Source: an optimization exercise on an open RTL-to-GDS flow (aim: small area, a short achievable clock period and few clock cycles per item). Production flows keep margins and buffers that such runs may drop.
In this exercise RTL edits were held to simulation tests only and were not proved equivalent to the original.
No activity file was given, so power comes from the tool's default toggle rates.

## v19
==> flow/design.v (excerpt) <==
module voler_agu (
    input  wire        clk,
    input  wire        rst,
    input  wire        in_valid,
    output wire        in_ready,
    input  wire [31:0] in_instr,
    input  wire [23:0] in_d,
    input  wire [14:0] in_base,
    output reg         out_valid,
    output reg  [14:0] out_addr0,
    output reg  [14:0] out_addr1,
    output reg  [14:0] out_addr2,
    output wire [23:0] out_data
);
Settings: LEC_CHECK=0, CAP_MARGIN=40, CORE_MARGIN=2, CORE_UTILIZATION=45, SETUP_SLACK_MARGIN=5, SLEW_MARGIN=40; clock period 10.0 ns.
standard.sh (not shown) runs the stock make flow with config.mk's settings and CLKGATE_MAP_FILE= SYNTH_SCRIPT=/design/flow/synth_recipe.tcl, a recipe that flattens the netlist after the stock synthesis.
==> flow/flow/run.sh <==
#!/bin/bash
bash standard.sh SETUP_SLACK_MARGIN=${MARGIN:-5.5} finish > standard.log 2>&1
Testbench counts of v19, summed over its fixed seeds: cycles 160,016, items 160,000.
### v19 -> v6
diff --git a/flow/design.v b/flow/design.v
--- a/flow/design.v
+++ b/flow/design.v
@@ -54,53 +54,55 @@
     wire am2_upd = (am2_mode == 3'd1) || (am2_mode == 3'd2) || (am2_mode == 3'd3);
     wire [15:0] d_v = d_lda ? (x_flag ? {1'b0, in_base + in_instr[14:0]} : in_instr[15:0])
                             : in_d[15:0];
     reg  [7:0]  e_sa, e_sb;        
     reg         e_a_upd, e_a_ea;
     reg         e_b_upd, e_b_ea;
     reg         e_c_neg, e_mv;
     reg         e_o0, e_o1, e_res;
     reg         e_wp, e_wn, e_wm, e_wb;
     reg         e_rp, e_rn, e_rm, e_rb;
     reg         e_dst;
-    reg  [15:0] e_v;
     integer k;
-    reg [7:0] d_sa, d_sb;
+    wire       f_tapx = in_instr[30] && in_instr[26];
+    wire       f_x    = in_instr[28];
+    wire [2:0] f_ia   = f_tapx ? t_pc : (f_x ? x_i : am1_p);
+    wire [2:0] f_ib   = f_tapx ? t_pd : am2_p;
+    reg  [7:0] d_sa, d_sb;
     always @(*) begin
         for (k = 0; k < 8; k = k + 1) begin
-            d_sa[k] = fire && (d_am || d_tapx || d_x) && (d_ia == k);
-            d_sb[k] = fire && (d_ld2 || d_tapx) && (d_ib == k);
-        end
-    end
-    always @(posedge clk) begin
-        e_sa    <= d_sa;
-        e_sb    <= d_sb;
+            d_sa[k] = (f_ia == k);
+            d_sb[k] = (f_ib == k);
+        end
+    end
+    always @(posedge clk) begin
+        e_sa    <= d_sa & {8{fire && (d_am || d_tapx || d_x)}};
+        e_sb    <= d_sb & {8{fire && (d_ld2 || d_tapx)}};
         e_a_upd <= fire && ((d_am && am1_upd) || d_tapx);
         e_a_ea  <= d_am && (am1_mode == 3'd4);
         e_b_upd <= fire && ((d_ld2 && am2_upd) || d_tapx);
         e_b_ea  <= d_ld2 && (am2_mode == 3'd4);
         e_c_neg <= t_dir;
         e_mv    <= d_tapx && t_move;
         e_o0    <= d_am || d_tapx;
         e_o1    <= d_ld2 || d_tapx;
         e_res   <= fire && (d_am || d_tapx || d_xr);
         e_wp    <= fire && d_xw && (x_cls == 3'd0);
         e_wn    <= fire && d_xw && (x_cls == 3'd1);
         e_wm    <= fire && d_xw && (x_cls == 3'd2);
         e_wb    <= fire && d_xw && (x_cls != 3'd0) && (x_cls != 3'd1) && (x_cls != 3'd2);
         e_rp    <= d_xr && (x_cls == 3'd0);
         e_rn    <= d_xr && (x_cls == 3'd1);
         e_rm    <= d_xr && (x_cls == 3'd2);
         e_rb    <= d_xr && (x_cls != 3'd0) && (x_cls != 3'd1) && (x_cls != 3'd2);
         e_dst   <= fire && d_dst;
-        e_v     <= d_v;
     end
     reg [14:0] p_r  [0:7];
     reg [15:0] n_r  [0:7];
     reg [14:0] m_r  [0:7];    
     reg [14:0] lp_r [0:7];    
     reg [7:0]  pend;
     reg [14:0] b_r  [0:7];
     reg [14:0] r_ap, r_am, r_al, r_ab, r_bp, r_bm, r_bl, r_bb;
     reg [15:0] r_an, r_bn;
     reg        r_apd, r_bpd;
     always @(*) begin
@@ -202,36 +204,37 @@
     wire        d_an  = (d_am && ((am1_mode == 3'd3) || (am1_mode == 3'd4))) || (d_xr && (x_cls == 3'd1));
     wire        d_aneg = d_am && (am1_mode == 3'd2);
     wire        d_bn  = d_ld2 && ((am2_mode == 3'd3) || (am2_mode == 3'd4));
     wire        d_bneg = d_ld2 ? (am2_mode == 3'd2) : !t_dir;
     wire [15:0] c_s = e_c_neg ? 16'hFFFF : 16'd1;
     wire [30:0] a_st = step(a_p, a_s, a_m, a_l, a_pd, a_b);
     wire [30:0] b_st = step(b_p, b_s, b_m, b_l, b_pd, b_b);
     wire [30:0] c_st = step(b_p, c_s, b_m, b_l, 1'b0, b_b);
     wire [14:0] a_ea = e_a_ea ? a_st[30:16] : a_p;
     wire [14:0] b_ea = e_b_ea ? b_st[30:16] : b_p;
     wire a_mz = (a_m == 15'd0);
+    wire [15:0] e_v = a_s;                        
     wire        f_apw = e_a_upd || e_wp;
     wire [14:0] f_pa  = e_a_upd ? a_st[14:0] : e_v[14:0];
     wire        f_aev = (e_a_upd && a_st[15]) || e_wp;
     wire        f_bev = e_b_upd && b_st[15];
     wire [76:0] fa = fwd(d_sa, r_ap, r_an, r_ab, r_am, r_al, r_apd, e_sa, e_sb,
                          f_apw, f_pa, e_b_upd, b_st[14:0], e_wn, e_wb, e_wm, a_mz, e_dst, e_v,
                          a_pd && f_aev, a_l, b_pd && f_bev, b_l, f_aev, f_bev);
     wire [76:0] fb = fwd(d_sb, r_bp, r_bn, r_bb, r_bm, r_bl, r_bpd, e_sa, e_sb,
                          f_apw, f_pa, e_b_upd, b_st[14:0], e_wn, e_wb, e_wm, a_mz, e_dst, e_v,
                          a_pd && f_aev, a_l, b_pd && f_bev, b_l, f_aev, f_bev);
     always @(posedge clk) begin
         {a_pd, a_l, a_m, a_b} <= fa[76:31];
         a_p <= fa[14:0];
-        a_s <= d_an ? fa[30:15] : (d_aneg ? 16'hFFFF : 16'd1);
+        a_s <= d_xw ? d_v : (d_an ? fa[30:15] : (d_aneg ? 16'hFFFF : 16'd1));
         {b_pd, b_l, b_m, b_b} <= fb[76:31];
         b_p <= fb[14:0];
         b_s <= d_bn ? fb[30:15] : (d_bneg ? 16'hFFFF : 16'd1);
     end
     always @(posedge clk) begin
         for (k = 0; k < 8; k = k + 1) begin
             if (rst) begin
                 p_r[k]  <= 15'd0;
                 n_r[k]  <= 16'd0;
                 m_r[k]  <= 15'd0;
                 b_r[k]  <= 15'd0;
Findings:
- v6 against v19: relative area change from synthesis to final layout up 1.5 points, arrival time of the worst setup path up 60 ps.
- Against v19 as the reference, v6 delivers a higher worst hold slack after final layout.
- Row non-clock buffer count: v6 higher / v19 lower
- Status: fraction of standard cell area in multi-input logic parity (v19, v6)
- Combinational group share of total power, v19 and v6: larger value in v6
Testbench counts of v6, summed over its fixed seeds: cycles 160,016, items 160,000.

## re-timing with driven ports
In the flow no input, the clock included, has a driving cell. The finished layouts below were timed again as built, in two steps. Step 1: set_driving_cell puts a clkbuf_16 on clk and a buf_2 on each other input, an assumption about the parent block. Step 2, shift: input delay + t, output delay - t, t = (earliest + latest rising clock arrival at the registers) / 2. This alone moves slack from input paths to output paths. Three values: ideal, step 1, step 2; two values: the first two.
| run | shift t [ns] | slack for setup (ns) | worst setup path after step 2 | worst data-port slew with drivers (ns) | cell pins on the clock port's net |
|---|---|---|---|---|---|
| v19 | 0.811 | 5.423 / 5.423 / 4.644 | input to register | 0.06 | 1 |
| v6 | 0.818 | 5.385 / 5.385 / 4.628 | input to register | 0.07 | 1 |
After both steps setup and hold are still met in every run listed. The setup slack of v19, which loses most, moves by 0.000 ns with the drivers and by -0.779 ns with both steps.
